This design comes from an exercise in tuning for small area, a short achievable clock period and few clock cycles per item on the open sky130 flow, not from production work. Function was checked by simulation only, so behaviour that the tests miss may differ from the original.

==> flow/design.v <==
module lz_sbox (
    input  wire [7:0] a,
    output reg  [7:0] y
);
    always @(*) begin
        case (a)
            8'h00: y = 8'h63;
            8'h01: y = 8'h7c;
            8'h02: y = 8'h77;
            8'h03: y = 8'h7b;
            8'h04: y = 8'hf2;
            8'h05: y = 8'h6b;
            8'h06: y = 8'h6f;
            8'h07: y = 8'hc5;
            8'h08: y = 8'h30;
            8'h09: y = 8'h01;
            8'h0a: y = 8'h67;
            8'h0b: y = 8'h2b;
            8'h0c: y = 8'hfe;
            8'h0d: y = 8'hd7;
            8'h0e: y = 8'hab;
            8'h0f: y = 8'h76;
            8'h10: y = 8'hca;
            8'h11: y = 8'h82;
            8'h12: y = 8'hc9;
            8'h13: y = 8'h7d;
            8'h14: y = 8'hfa;
            8'h15: y = 8'h59;
            8'h16: y = 8'h47;
            8'h17: y = 8'hf0;
            8'h18: y = 8'had;
            8'h19: y = 8'hd4;
            8'h1a: y = 8'ha2;
            8'h1b: y = 8'haf;
            8'h1c: y = 8'h9c;
            8'h1d: y = 8'ha4;
            8'h1e: y = 8'h72;
            8'h1f: y = 8'hc0;
            8'h20: y = 8'hb7;
            8'h21: y = 8'hfd;
            8'h22: y = 8'h93;
            8'h23: y = 8'h26;
            8'h24: y = 8'h36;
            8'h25: y = 8'h3f;
            8'h26: y = 8'hf7;
            8'h27: y = 8'hcc;
            8'h28: y = 8'h34;
            8'h29: y = 8'ha5;
            8'h2a: y = 8'he5;
            8'h2b: y = 8'hf1;
            8'h2c: y = 8'h71;
            8'h2d: y = 8'hd8;
            8'h2e: y = 8'h31;
            8'h2f: y = 8'h15;
            8'h30: y = 8'h04;
            8'h31: y = 8'hc7;
            8'h32: y = 8'h23;
            8'h33: y = 8'hc3;
            8'h34: y = 8'h18;
            8'h35: y = 8'h96;
            8'h36: y = 8'h05;
            8'h37: y = 8'h9a;
            8'h38: y = 8'h07;
            8'h39: y = 8'h12;
            8'h3a: y = 8'h80;
            8'h3b: y = 8'he2;
            8'h3c: y = 8'heb;
            8'h3d: y = 8'h27;
            8'h3e: y = 8'hb2;
            8'h3f: y = 8'h75;
            8'h40: y = 8'h09;
            8'h41: y = 8'h83;
            8'h42: y = 8'h2c;
            8'h43: y = 8'h1a;
            8'h44: y = 8'h1b;
            8'h45: y = 8'h6e;
            8'h46: y = 8'h5a;
            8'h47: y = 8'ha0;
            8'h48: y = 8'h52;
            8'h49: y = 8'h3b;
            8'h4a: y = 8'hd6;
            8'h4b: y = 8'hb3;
            8'h4c: y = 8'h29;
            8'h4d: y = 8'he3;
            8'h4e: y = 8'h2f;
            8'h4f: y = 8'h84;
            8'h50: y = 8'h53;
            8'h51: y = 8'hd1;
            8'h52: y = 8'h00;
            8'h53: y = 8'hed;
            8'h54: y = 8'h20;
            8'h55: y = 8'hfc;
            8'h56: y = 8'hb1;
            8'h57: y = 8'h5b;
            8'h58: y = 8'h6a;
            8'h59: y = 8'hcb;
            8'h5a: y = 8'hbe;
            8'h5b: y = 8'h39;
            8'h5c: y = 8'h4a;
            8'h5d: y = 8'h4c;
            8'h5e: y = 8'h58;
            8'h5f: y = 8'hcf;
            8'h60: y = 8'hd0;
            8'h61: y = 8'hef;
            8'h62: y = 8'haa;
            8'h63: y = 8'hfb;
            8'h64: y = 8'h43;
            8'h65: y = 8'h4d;
            8'h66: y = 8'h33;
            8'h67: y = 8'h85;
            8'h68: y = 8'h45;
            8'h69: y = 8'hf9;
            8'h6a: y = 8'h02;
            8'h6b: y = 8'h7f;
            8'h6c: y = 8'h50;
            8'h6d: y = 8'h3c;
            8'h6e: y = 8'h9f;
            8'h6f: y = 8'ha8;
            8'h70: y = 8'h51;
            8'h71: y = 8'ha3;
            8'h72: y = 8'h40;
            8'h73: y = 8'h8f;
            8'h74: y = 8'h92;
            8'h75: y = 8'h9d;
            8'h76: y = 8'h38;
            8'h77: y = 8'hf5;
            8'h78: y = 8'hbc;
            8'h79: y = 8'hb6;
            8'h7a: y = 8'hda;
            8'h7b: y = 8'h21;
            8'h7c: y = 8'h10;
            8'h7d: y = 8'hff;
            8'h7e: y = 8'hf3;
            8'h7f: y = 8'hd2;
            8'h80: y = 8'hcd;
            8'h81: y = 8'h0c;
            8'h82: y = 8'h13;
            8'h83: y = 8'hec;
            8'h84: y = 8'h5f;
            8'h85: y = 8'h97;
            8'h86: y = 8'h44;
            8'h87: y = 8'h17;
            8'h88: y = 8'hc4;
            8'h89: y = 8'ha7;
            8'h8a: y = 8'h7e;
            8'h8b: y = 8'h3d;
            8'h8c: y = 8'h64;
            8'h8d: y = 8'h5d;
            8'h8e: y = 8'h19;
            8'h8f: y = 8'h73;
            8'h90: y = 8'h60;
            8'h91: y = 8'h81;
            8'h92: y = 8'h4f;
            8'h93: y = 8'hdc;
            8'h94: y = 8'h22;
            8'h95: y = 8'h2a;
            8'h96: y = 8'h90;
            8'h97: y = 8'h88;
            8'h98: y = 8'h46;
            8'h99: y = 8'hee;
            8'h9a: y = 8'hb8;
            8'h9b: y = 8'h14;
            8'h9c: y = 8'hde;
            8'h9d: y = 8'h5e;
            8'h9e: y = 8'h0b;
            8'h9f: y = 8'hdb;
            8'ha0: y = 8'he0;
            8'ha1: y = 8'h32;
            8'ha2: y = 8'h3a;
            8'ha3: y = 8'h0a;
            8'ha4: y = 8'h49;
            8'ha5: y = 8'h06;
            8'ha6: y = 8'h24;
            8'ha7: y = 8'h5c;
            8'ha8: y = 8'hc2;
            8'ha9: y = 8'hd3;
            8'haa: y = 8'hac;
            8'hab: y = 8'h62;
            8'hac: y = 8'h91;
            8'had: y = 8'h95;
            8'hae: y = 8'he4;
            8'haf: y = 8'h79;
            8'hb0: y = 8'he7;
            8'hb1: y = 8'hc8;
            8'hb2: y = 8'h37;
            8'hb3: y = 8'h6d;
            8'hb4: y = 8'h8d;
            8'hb5: y = 8'hd5;
            8'hb6: y = 8'h4e;
            8'hb7: y = 8'ha9;
            8'hb8: y = 8'h6c;
            8'hb9: y = 8'h56;
            8'hba: y = 8'hf4;
            8'hbb: y = 8'hea;
            8'hbc: y = 8'h65;
            8'hbd: y = 8'h7a;
            8'hbe: y = 8'hae;
            8'hbf: y = 8'h08;
            8'hc0: y = 8'hba;
            8'hc1: y = 8'h78;
            8'hc2: y = 8'h25;
            8'hc3: y = 8'h2e;
            8'hc4: y = 8'h1c;
            8'hc5: y = 8'ha6;
            8'hc6: y = 8'hb4;
            8'hc7: y = 8'hc6;
            8'hc8: y = 8'he8;
            8'hc9: y = 8'hdd;
            8'hca: y = 8'h74;
            8'hcb: y = 8'h1f;
            8'hcc: y = 8'h4b;
            8'hcd: y = 8'hbd;
            8'hce: y = 8'h8b;
            8'hcf: y = 8'h8a;
            8'hd0: y = 8'h70;
            8'hd1: y = 8'h3e;
            8'hd2: y = 8'hb5;
            8'hd3: y = 8'h66;
            8'hd4: y = 8'h48;
            8'hd5: y = 8'h03;
            8'hd6: y = 8'hf6;
            8'hd7: y = 8'h0e;
            8'hd8: y = 8'h61;
            8'hd9: y = 8'h35;
            8'hda: y = 8'h57;
            8'hdb: y = 8'hb9;
            8'hdc: y = 8'h86;
            8'hdd: y = 8'hc1;
            8'hde: y = 8'h1d;
            8'hdf: y = 8'h9e;
            8'he0: y = 8'he1;
            8'he1: y = 8'hf8;
            8'he2: y = 8'h98;
            8'he3: y = 8'h11;
            8'he4: y = 8'h69;
            8'he5: y = 8'hd9;
            8'he6: y = 8'h8e;
            8'he7: y = 8'h94;
            8'he8: y = 8'h9b;
            8'he9: y = 8'h1e;
            8'hea: y = 8'h87;
            8'heb: y = 8'he9;
            8'hec: y = 8'hce;
            8'hed: y = 8'h55;
            8'hee: y = 8'h28;
            8'hef: y = 8'hdf;
            8'hf0: y = 8'h8c;
            8'hf1: y = 8'ha1;
            8'hf2: y = 8'h89;
            8'hf3: y = 8'h0d;
            8'hf4: y = 8'hbf;
            8'hf5: y = 8'he6;
            8'hf6: y = 8'h42;
            8'hf7: y = 8'h68;
            8'hf8: y = 8'h41;
            8'hf9: y = 8'h99;
            8'hfa: y = 8'h2d;
            8'hfb: y = 8'h0f;
            8'hfc: y = 8'hb0;
            8'hfd: y = 8'h54;
            8'hfe: y = 8'hbb;
            8'hff: y = 8'h16;
            default: y = 8'h00;
        endcase
    end
endmodule
module lz_aes_round (
    input  wire [127:0] state_in,
    input  wire [127:0] rkey_in,     
    input  wire [7:0]   rcon,        
    input  wire         last,        
    output wire [127:0] state_out,
    output wire [127:0] rkey_out     
);
    wire [31:0] w0 = rkey_in[127:96];
    wire [31:0] w1 = rkey_in[95:64];
    wire [31:0] w2 = rkey_in[63:32];
    wire [31:0] w3 = rkey_in[31:0];
    wire [31:0] rot = {w3[23:0], w3[31:24]};
    wire [31:0] sub;
    lz_sbox ks0 (.a(rot[31:24]), .y(sub[31:24]));
    lz_sbox ks1 (.a(rot[23:16]), .y(sub[23:16]));
    lz_sbox ks2 (.a(rot[15:8]),  .y(sub[15:8]));
    lz_sbox ks3 (.a(rot[7:0]),   .y(sub[7:0]));
    wire [31:0] n0 = w0 ^ sub ^ {rcon, 24'h0};
    wire [31:0] n1 = w1 ^ n0;
    wire [31:0] n2 = w2 ^ n1;
    wire [31:0] n3 = w3 ^ n2;
    assign rkey_out = {n0, n1, n2, n3};
    wire [7:0] sb [0:15];
    genvar i;
    generate
        for (i = 0; i < 16; i = i + 1) begin : g_sub
            lz_sbox s (.a(state_in[127-8*i -: 8]), .y(sb[i]));
        end
    endgenerate
    wire [7:0] sr [0:15];
    genvar c, r;
    generate
        for (c = 0; c < 4; c = c + 1) begin : g_col
            for (r = 0; r < 4; r = r + 1) begin : g_row
                assign sr[4*c+r] = sb[4*((c+r)%4)+r];
            end
        end
    endgenerate
    function [7:0] xt;   
        input [7:0] v;
        xt = {v[6:0], 1'b0} ^ (v[7] ? 8'h1b : 8'h00);
    endfunction
    wire [127:0] mixed;
    wire [127:0] shifted;
    generate
        for (c = 0; c < 4; c = c + 1) begin : g_mix
            wire [7:0] a0 = sr[4*c];
            wire [7:0] a1 = sr[4*c+1];
            wire [7:0] a2 = sr[4*c+2];
            wire [7:0] a3 = sr[4*c+3];
            assign mixed[127-32*c -: 8]    = xt(a0) ^ xt(a1) ^ a1 ^ a2 ^ a3;
            assign mixed[119-32*c -: 8]    = a0 ^ xt(a1) ^ xt(a2) ^ a2 ^ a3;
            assign mixed[111-32*c -: 8]    = a0 ^ a1 ^ xt(a2) ^ xt(a3) ^ a3;
            assign mixed[103-32*c -: 8]    = xt(a0) ^ a0 ^ a1 ^ a2 ^ xt(a3);
            assign shifted[127-32*c -: 32] = {a0, a1, a2, a3};
        end
    endgenerate
    assign state_out = (last ? shifted : mixed) ^ rkey_out;
endmodule
module lz_frame_auth (
    input  wire         clk,
    input  wire         rst,           
    input  wire [127:0] key,           
    input  wire         crc_mode,      
    input  wire         in_valid,
    output wire         in_ready,
    input  wire [35:0]  in_word,
    input  wire         in_last,
    output wire         tag_valid,
    input  wire         tag_ready,
    output wire [35:0]  auth0,         
    output wire [35:0]  auth1          
);
    localparam [2:0] S_IDLE   = 3'd0,   
                     S_SUBKEY = 3'd1,   
                     S_WAIT   = 3'd2,   
                     S_AES    = 3'd3,   
                     S_CRC    = 3'd4,   
                     S_DONE   = 3'd5;   
    reg  [2:0]   st;
    reg  [167:0] buf_q;
    reg  [7:0]   cnt;         
    reg          last_seen;   
    reg  [11:0]  nwords;      
    wire take = in_valid && in_ready;
    assign in_ready = (st != S_DONE) && !last_seen && (cnt <= 8'd128);
    wire blk_full  = cnt > 8'd128;
    wire blk_final = last_seen && !blk_full;
    reg  [127:0] aes_st;
    reg  [127:0] rkey;
    reg  [3:0]   round;
    reg  [7:0]   rcon;
    reg  [127:0] mac;         
    reg  [127:0] lsub;        
    reg          final_blk;   
    wire [127:0] rnd_state;
    wire [127:0] rnd_key;
    lz_aes_round u_round (
        .state_in  (aes_st),
        .rkey_in   (rkey),
        .rcon      (rcon),
        .last      (round == 4'd10),
        .state_out (rnd_state),
        .rkey_out  (rnd_key)
    );
    function [127:0] dbl;   
        input [127:0] v;
        dbl = {v[126:0], 1'b0} ^ (v[127] ? 128'h87 : 128'h0);
    endfunction
    wire [127:0] k1 = dbl(lsub);
    wire [127:0] k2 = dbl(k1);
    wire [127:0] blk_bits = buf_q[167:40];
    reg  [127:0] pad_blk;
    integer j;
    always @(*) begin
        pad_blk = blk_bits;
        for (j = 0; j < 128; j = j + 1)
            if (j == cnt) pad_blk[127-j] = 1'b1;
    end
    wire [127:0] m_blk = blk_full     ? blk_bits :
                         (cnt == 8'd128) ? (blk_bits ^ k1) : (pad_blk ^ k2);
    reg  [31:0]  crc;
    reg  [127:0] crc_blk;
    reg  [4:0]   crc_left;    
    function [31:0] crc_byte;   
        input [31:0] c;
        input [7:0]  b;
        integer k;
        begin
            crc_byte = c ^ {24'h0, b};
            for (k = 0; k < 8; k = k + 1)
                crc_byte = crc_byte[0] ? ((crc_byte >> 1) ^ 32'hEDB8_8320)
                                       : (crc_byte >> 1);
        end
    endfunction
    always @(posedge clk) begin
        if (rst) begin
            st        <= S_IDLE;
            buf_q     <= 168'h0;
            cnt       <= 8'd0;
            last_seen <= 1'b0;
            nwords    <= 12'd0;
            aes_st    <= 128'h0;
            rkey      <= 128'h0;
            round     <= 4'd0;
            rcon      <= 8'h00;
            mac       <= 128'h0;
            lsub      <= 128'h0;
            final_blk <= 1'b0;
            crc       <= 32'hFFFF_FFFF;
            crc_blk   <= 128'h0;
            crc_left  <= 5'd0;
        end else begin
            if (take) begin
                buf_q  <= buf_q | ({in_word, 132'h0} >> cnt);
                nwords <= nwords + 12'd1;
                cnt    <= cnt + ((in_last && !nwords[0]) ? 8'd40 : 8'd36);
                if (in_last)
                    last_seen <= 1'b1;
            end
            case (st)
                S_IDLE: begin
                    mac <= 128'h0;
                    crc <= 32'hFFFF_FFFF;
                    if (take) begin
                        if (crc_mode) begin
                            st <= S_WAIT;
                        end else begin
                            aes_st <= key;
                            rkey   <= key;
                            round  <= 4'd1;
                            rcon   <= 8'h01;
                            st     <= S_SUBKEY;
                        end
                    end
                end
                S_SUBKEY, S_AES: begin
                    aes_st <= rnd_state;
                    rkey   <= rnd_key;
                    round  <= round + 4'd1;
                    rcon   <= {rcon[6:0], 1'b0} ^ (rcon[7] ? 8'h1b : 8'h00);
                    if (round == 4'd10) begin
                        if (st == S_SUBKEY) begin
                            lsub <= rnd_state;
                            st   <= S_WAIT;
                        end else begin
                            mac <= rnd_state;
                            st  <= final_blk ? S_DONE : S_WAIT;
                        end
                    end
                end
                S_WAIT: begin
                    if (blk_full || blk_final) begin
                        final_blk <= !blk_full;
                        buf_q <= buf_q << 128;
                        cnt   <= blk_full ? (cnt - 8'd128) : 8'd0;
                        if (crc_mode) begin
                            crc_blk  <= blk_bits;
                            crc_left <= blk_full ? 5'd16 : cnt[7:3];
                            st       <= S_CRC;
                        end else begin
                            aes_st <= mac ^ m_blk ^ key;
                            rkey   <= key;
                            round  <= 4'd1;
                            rcon   <= 8'h01;
                            st     <= S_AES;
                        end
                    end
                end
                S_CRC: begin
                    crc      <= crc_byte(crc, crc_blk[127:120]);
                    crc_blk  <= crc_blk << 8;
                    crc_left <= crc_left - 5'd1;
                    if (crc_left == 5'd1)
                        st <= final_blk ? S_DONE : S_WAIT;
                end
                S_DONE: begin
                    if (tag_ready) begin
                        st        <= S_IDLE;
                        buf_q     <= 168'h0;
                        cnt       <= 8'd0;
                        last_seen <= 1'b0;
                        nwords    <= 12'd0;
                    end
                end
                default: st <= S_IDLE;
            endcase
        end
    end
    wire [31:0] crc_out = ~crc;
    wire [27:0] d0 = crc_mode ? {12'h0, crc_out[31:16]} : mac[127:100];
    wire [27:0] d1 = crc_mode ? {12'h0, crc_out[15:0]}  : mac[99:72];
    function [7:0] chk8;   
        input [11:0] addr;
        input [27:0] data;
        reg   [39:0] v;
        integer k;
        begin
            v    = {addr, data};
            chk8 = 8'hFF;
            for (k = 39; k >= 0; k = k - 1)
                chk8 = (chk8[7] ^ v[k]) ? ({chk8[6:0], 1'b0} ^ 8'h2F)
                                        : {chk8[6:0], 1'b0};
        end
    endfunction
    assign tag_valid = (st == S_DONE);
    assign auth0 = {chk8(nwords, d0), d0};
    assign auth1 = {chk8(nwords + 12'd1, d1), d1};
endmodule
==> flow/run.sh <==
#!/bin/bash
# synth_recipe.tcl (not shown) runs the flow's synth.tcl, then flattens the netlist and writes it again
# the make line also repeats each setting of config.mk as NAME=value (left out here)
make -C /OpenROAD-flow-scripts/flow DESIGN_CONFIG=/design/flow/config.mk WORK_HOME=/design/flow/orfs CLKGATE_MAP_FILE= SYNTH_SCRIPT=/design/flow/synth_recipe.tcl finish
==> flow/config.mk <==
export PLATFORM = sky130hd
export DESIGN_NAME = lz_frame_auth
export DESIGN_NICKNAME = lz_frame_auth
export VERILOG_FILES = /design/flow/design.v
export SDC_FILE = /design/flow/constraint.sdc
export NUM_CORES = 8
export LEC_CHECK = 0
export CAP_MARGIN = 20
export CORE_MARGIN = 2
export CORE_UTILIZATION = 40
export PLACE_DENSITY = 0.6
export SLEW_MARGIN = 20
==> flow/constraint.sdc <==
create_clock -name core_clock -period 10.0 [get_ports {clk}]
set_input_delay 2.0000 -clock core_clock [delete_from_list [all_inputs] [get_ports {clk}]]
set_output_delay 2.0000 -clock core_clock [all_outputs]
set_load 0.01 [all_outputs]
==> run notes <==
Status: finished clean
Maximum clock path buffer count: 4
CTS tree: done
Synth Flop Type: sky130_fd_sc_hd__dfxtp_1
Buffer count from post-CTS setup fixing: 0
Number of enable flip-flop cells after synthesis: 0
FF+latch area: 0.0208 mm²
Setup Viol. Count Final: 0
Cts bufs inserted: 142
Final RePlAce weighted congestion: 1.07
Worst EP required: 8000 ps
WP data arrival: 6820 ps
Worst-case hold path end point: buf_q[151]
Total negative slack: 0 ps
Top routing layer in use: met5
Area taken by multi-input logic gates: 0.0986 mm²
Worst r2r src: cnt[2]
Area growth, synth to finish: 8.02%
Hold path cells: 2
Placeable core region: 0.319 mm²
PostCTS Resize Cnt: 0
Clock transition at the register clock pins on the worst setup and hold paths after CTS: 60 ps
Deepest level of the CTS H-tree: 4
Routed len/inst: 33.8 µm
Starting utilization of the core area: 0.402
DR vias: 165000
Register-to-Register Setup Slack: 1760 ps
Startpoint Class: primary input
Global-route wire length before repair: 1080000 µm
Count of final hold-check violations: 0
Synthesis-stage register bit count: 1040
Worst Hold Launch: buf_q[23]
Final hold slack: 431 ps
Routed WL: 759000 µm
Top-level I/O count: 244
Transition at the pin with the smallest max-transition slack: 1330 ps
Cts-stage hold buffer count: 0
Path category of the worst min-delay check: reg2reg
Length of routed met2 wiring: 297000 µm
Cell Area, Synth: 0.128 mm²
Overall overflow remaining after global route: 0
Count of unresolved DRC violations after routing: 0
Vertical die dimension: 570 µm
Tot GR Track Use: 0.439
Antenna violations before repair: 59
Number of global-route vias before repair: 145000
Largest net degree at the start of global routing: 185
Number of detailed-routing iterations run before antenna repair: 13
Upper clock frequency limit: 0.113 GHz
Met1 layer wirelength in the final routing: 280000 µm
Final net count: 18600
HPWL after detailed placement: 531000 µm
Clock latency of the later-clocked register in the worst-skew pair: 890 ps
Average via count per standard cell: 7.34
Max FO, Critical Path: 74
Number of sinks driven by the clock tree: 1040
Remaining number of nets flagged by the antenna check after routing: 0
Synthesized netlist cell count: 19200
Min Clock Period, post-route: 8820 ps
Unrepaired setup endpoints after global routing: false
Clock Skews: 84.5 ps
Met3 routed WL: 121000 µm
Type of destination of the critical path: primary output
Full die area: 0.325 mm²
Max Cap Violations: 0
Layout cell share with drive strength beyond 1: 0.0687
Per-instance average area after synthesis: 6.67 µm²
Fillers: 33600
Share of the yosys chip area belonging to registers: 0.162
Number of buffer cells added on primary ports: 243
Capture point of the worst reg-to-reg path: u_round.ks2.y[6]
Cells on worst reg2reg path: 17
Iteration-0 DRC count of the detailed router: 35000
Number of distinct standard cells referenced by the synthesized netlist: 101
Rows: 207
Proportion of synthesized flip-flops having asynchronous set or reset: 0
Number of warnings reported in the yosys synthesis log: 3
Clock root buffer: sky130_fd_sc_hd__clkbuf_16
Setup CP Type: in2out
Synthesized net count: 19700
Horizontal die dimension: 570 µm
Relative slew slack: 0.114
Final worst-path cycle share: 0.882
Number of pins exceeding their max-slew limit in the final report: 0
## through the flow
stage	utilization	instances	area (µm²)	setup slack [ps]
after global routing	0.435	22400	138000	962
final	0.435	22500	138000	1180
after detailed placement	0.420	22200	134000	1230
after floorplan	-	19200	128000	2380
after global placement	0.420	22200	134000	1260
after CTS	0.434	22400	138000	1220
## final cells by class
class,count,area share
multi-input cells,15700,0.712
flip-flops and latches,1040,0.150
repair buffers,935,0.0571
well taps,4180,0.0378
clock buffers,196,0.0296
inverters,334,0.00914
clock inverters,41,0.00372
diodes,39,0.000705
## critical path, stage by stage
cell	delay [ps]
sky130_fd_sc_hd__buf_4	370
sky130_fd_sc_hd__buf_4	830
sky130_fd_sc_hd__nor2b_1	320
sky130_fd_sc_hd__xnor2_1	360
sky130_fd_sc_hd__xnor2_1	130
sky130_fd_sc_hd__xnor2_1	350
sky130_fd_sc_hd__xor2_2	260
sky130_fd_sc_hd__xnor2_2	140
sky130_fd_sc_hd__xnor2_2	280
sky130_fd_sc_hd__xnor3_1	440
sky130_fd_sc_hd__xor2_2	250
sky130_fd_sc_hd__xor2_2	260
sky130_fd_sc_hd__xor2_1	180
sky130_fd_sc_hd__clkdlybuf4s50_1	560
## metal layers
metal,up-vias,global-route usage
met5,-,0
met2,15600,0.614
li1,68800,-
met3,3267,0.142
met1,77200,0.579
met4,34,0.268
## cell families after synthesis
logic type               synth area share
AO/OA/AOI/OAI                       0.388
AND/OR/NAND/NOR                     0.204
buffers and inverters              0.0746
XOR/XNOR                            0.114
flip-flops                          0.162
multiplexers                       0.0263
adder cells (fa/ha/maj)            0.0299
## sequential cells by signal, summed over array words and instances (netlist names), 32 cells and up
signal,flops
aes_st,128
buf_q,168
crc,32
crc_blk,128
lsub,128
mac,128
rkey,128
u_round.g_mix.a0,32
u_round.g_mix.a1,32
u_round.g_mix.a2,32
u_round.g_mix.a3,32
## synthesized netlist by cell type, types with 101 or more instances
master / number / share of area
sky130_fd_sc_hd__nand2_1: 2351 / 0.069
sky130_fd_sc_hd__nor2_1: 2091 / 0.061
sky130_fd_sc_hd__a21oi_1: 1920 / 0.075
sky130_fd_sc_hd__clkbuf_1: 1731 / 0.051
sky130_fd_sc_hd__o21ai_0: 1525 / 0.060
sky130_fd_sc_hd__dfxtp_1: 1040 / 0.16
sky130_fd_sc_hd__xnor2_1: 841 / 0.057
sky130_fd_sc_hd__a211oi_1: 553 / 0.032
sky130_fd_sc_hd__nand3_1: 527 / 0.021
sky130_fd_sc_hd__nor3_1: 508 / 0.020
sky130_fd_sc_hd__o211ai_1: 494 / 0.029
sky130_fd_sc_hd__a31oi_1: 373 / 0.018
sky130_fd_sc_hd__xor2_1: 359 / 0.025
sky130_fd_sc_hd__ha_1: 305 / 0.030
sky130_fd_sc_hd__a311oi_1: 288 / 0.020
sky130_fd_sc_hd__inv_1: 270 / 0.0079
sky130_fd_sc_hd__mux2i_1: 260 / 0.020
sky130_fd_sc_hd__buf_1: 249 / 0.0073
sky130_fd_sc_hd__o22ai_1: 238 / 0.012
sky130_fd_sc_hd__a221oi_1: 220 / 0.015
sky130_fd_sc_hd__o311ai_0: 180 / 0.012
sky130_fd_sc_hd__o221ai_1: 179 / 0.012
sky130_fd_sc_hd__buf_2: 168 / 0.0066
sky130_fd_sc_hd__a22oi_1: 161 / 0.0094
sky130_fd_sc_hd__o31ai_1: 141 / 0.0083
sky130_fd_sc_hd__xnor3_1: 134 / 0.024
sky130_fd_sc_hd__a32oi_1: 132 / 0.0090
sky130_fd_sc_hd__a211o_1: 119 / 0.0081
sky130_fd_sc_hd__a21o_1: 107 / 0.0063
sky130_fd_sc_hd__nand2b_1: 101 / 0.0049
## how the worst max path moves through the flow
stage	start	to	slack [ps]
3_3_place_gp	crc_mode	auth1[29]	1260
6_report	crc_mode	auth1[29]	1180
3_5_place_dp	crc_mode	auth1[29]	1230
4_1_cts	crc_mode	auth1[29]	1220
2_1_floorplan	crc_mode	auth1[30]	2380
5_1_grt	crc_mode	auth1[29]	960
## cell usage in the layout (no fill, tap or decap), types with 138 or more instances in the layout
cell | netlist | routed
sky130_fd_sc_hd__ha_1 | 305 | 305
sky130_fd_sc_hd__o221ai_1 | 179 | 178
sky130_fd_sc_hd__o22ai_1 | 238 | 236
sky130_fd_sc_hd__a311oi_1 | 288 | 287
sky130_fd_sc_hd__inv_1 | 270 | 263
sky130_fd_sc_hd__nand3_1 | 527 | 525
sky130_fd_sc_hd__o311ai_0 | 180 | 180
sky130_fd_sc_hd__o31ai_1 | 141 | 138
sky130_fd_sc_hd__a31oi_1 | 373 | 370
sky130_fd_sc_hd__a21oi_1 | 1920 | 1908
sky130_fd_sc_hd__xnor2_1 | 841 | 838
sky130_fd_sc_hd__o211ai_1 | 494 | 494
sky130_fd_sc_hd__o21ai_0 | 1525 | 1514
sky130_fd_sc_hd__clkdlybuf4s50_1 | 0 | 241
sky130_fd_sc_hd__clkbuf_16 | 0 | 145
sky130_fd_sc_hd__a221oi_1 | 220 | 220
sky130_fd_sc_hd__a22oi_1 | 161 | 160
sky130_fd_sc_hd__a211oi_1 | 553 | 551
sky130_fd_sc_hd__xor2_1 | 359 | 357
sky130_fd_sc_hd__nor2_1 | 2091 | 2066
sky130_fd_sc_hd__nand2_1 | 2351 | 2341
sky130_fd_sc_hd__mux2i_1 | 260 | 256
sky130_fd_sc_hd__nor3_1 | 508 | 499
sky130_fd_sc_hd__dfxtp_1 | 1040 | 1038
sky130_fd_sc_hd__buf_4 | 3 | 671
Testbench counts, summed over its fixed seeds: cycles 630,171, frames 12,000.

re-timing with driven ports:
In the flow no input, the clock included, has a driving cell. The finished layout below was timed again as built, in two steps. Step 1: set_driving_cell puts a clkbuf_16 on clk and a buf_2 on each other input, an assumption about the parent block. Step 2 also shifts input and output timing later by t, the mid clock arrival at the registers, as if the neighbouring blocks saw the same clock. Slacks: ideal / step 1 / step 2; pairs: ideal / step 1.
t (ns): 0.954
setup slack, ns: 1.178 / 1.149 / 1.149
latest minus earliest clock arrival (ns): 0.084 / 0.084
worst register clock-pin slew, ns: 0.07 / 0.07
pins driven straight from the clock port: 1
After both steps this run still meets setup and hold. For this run, drivers alone change the setup slack by -0.029 ns; drivers and shift together by -0.029 ns.
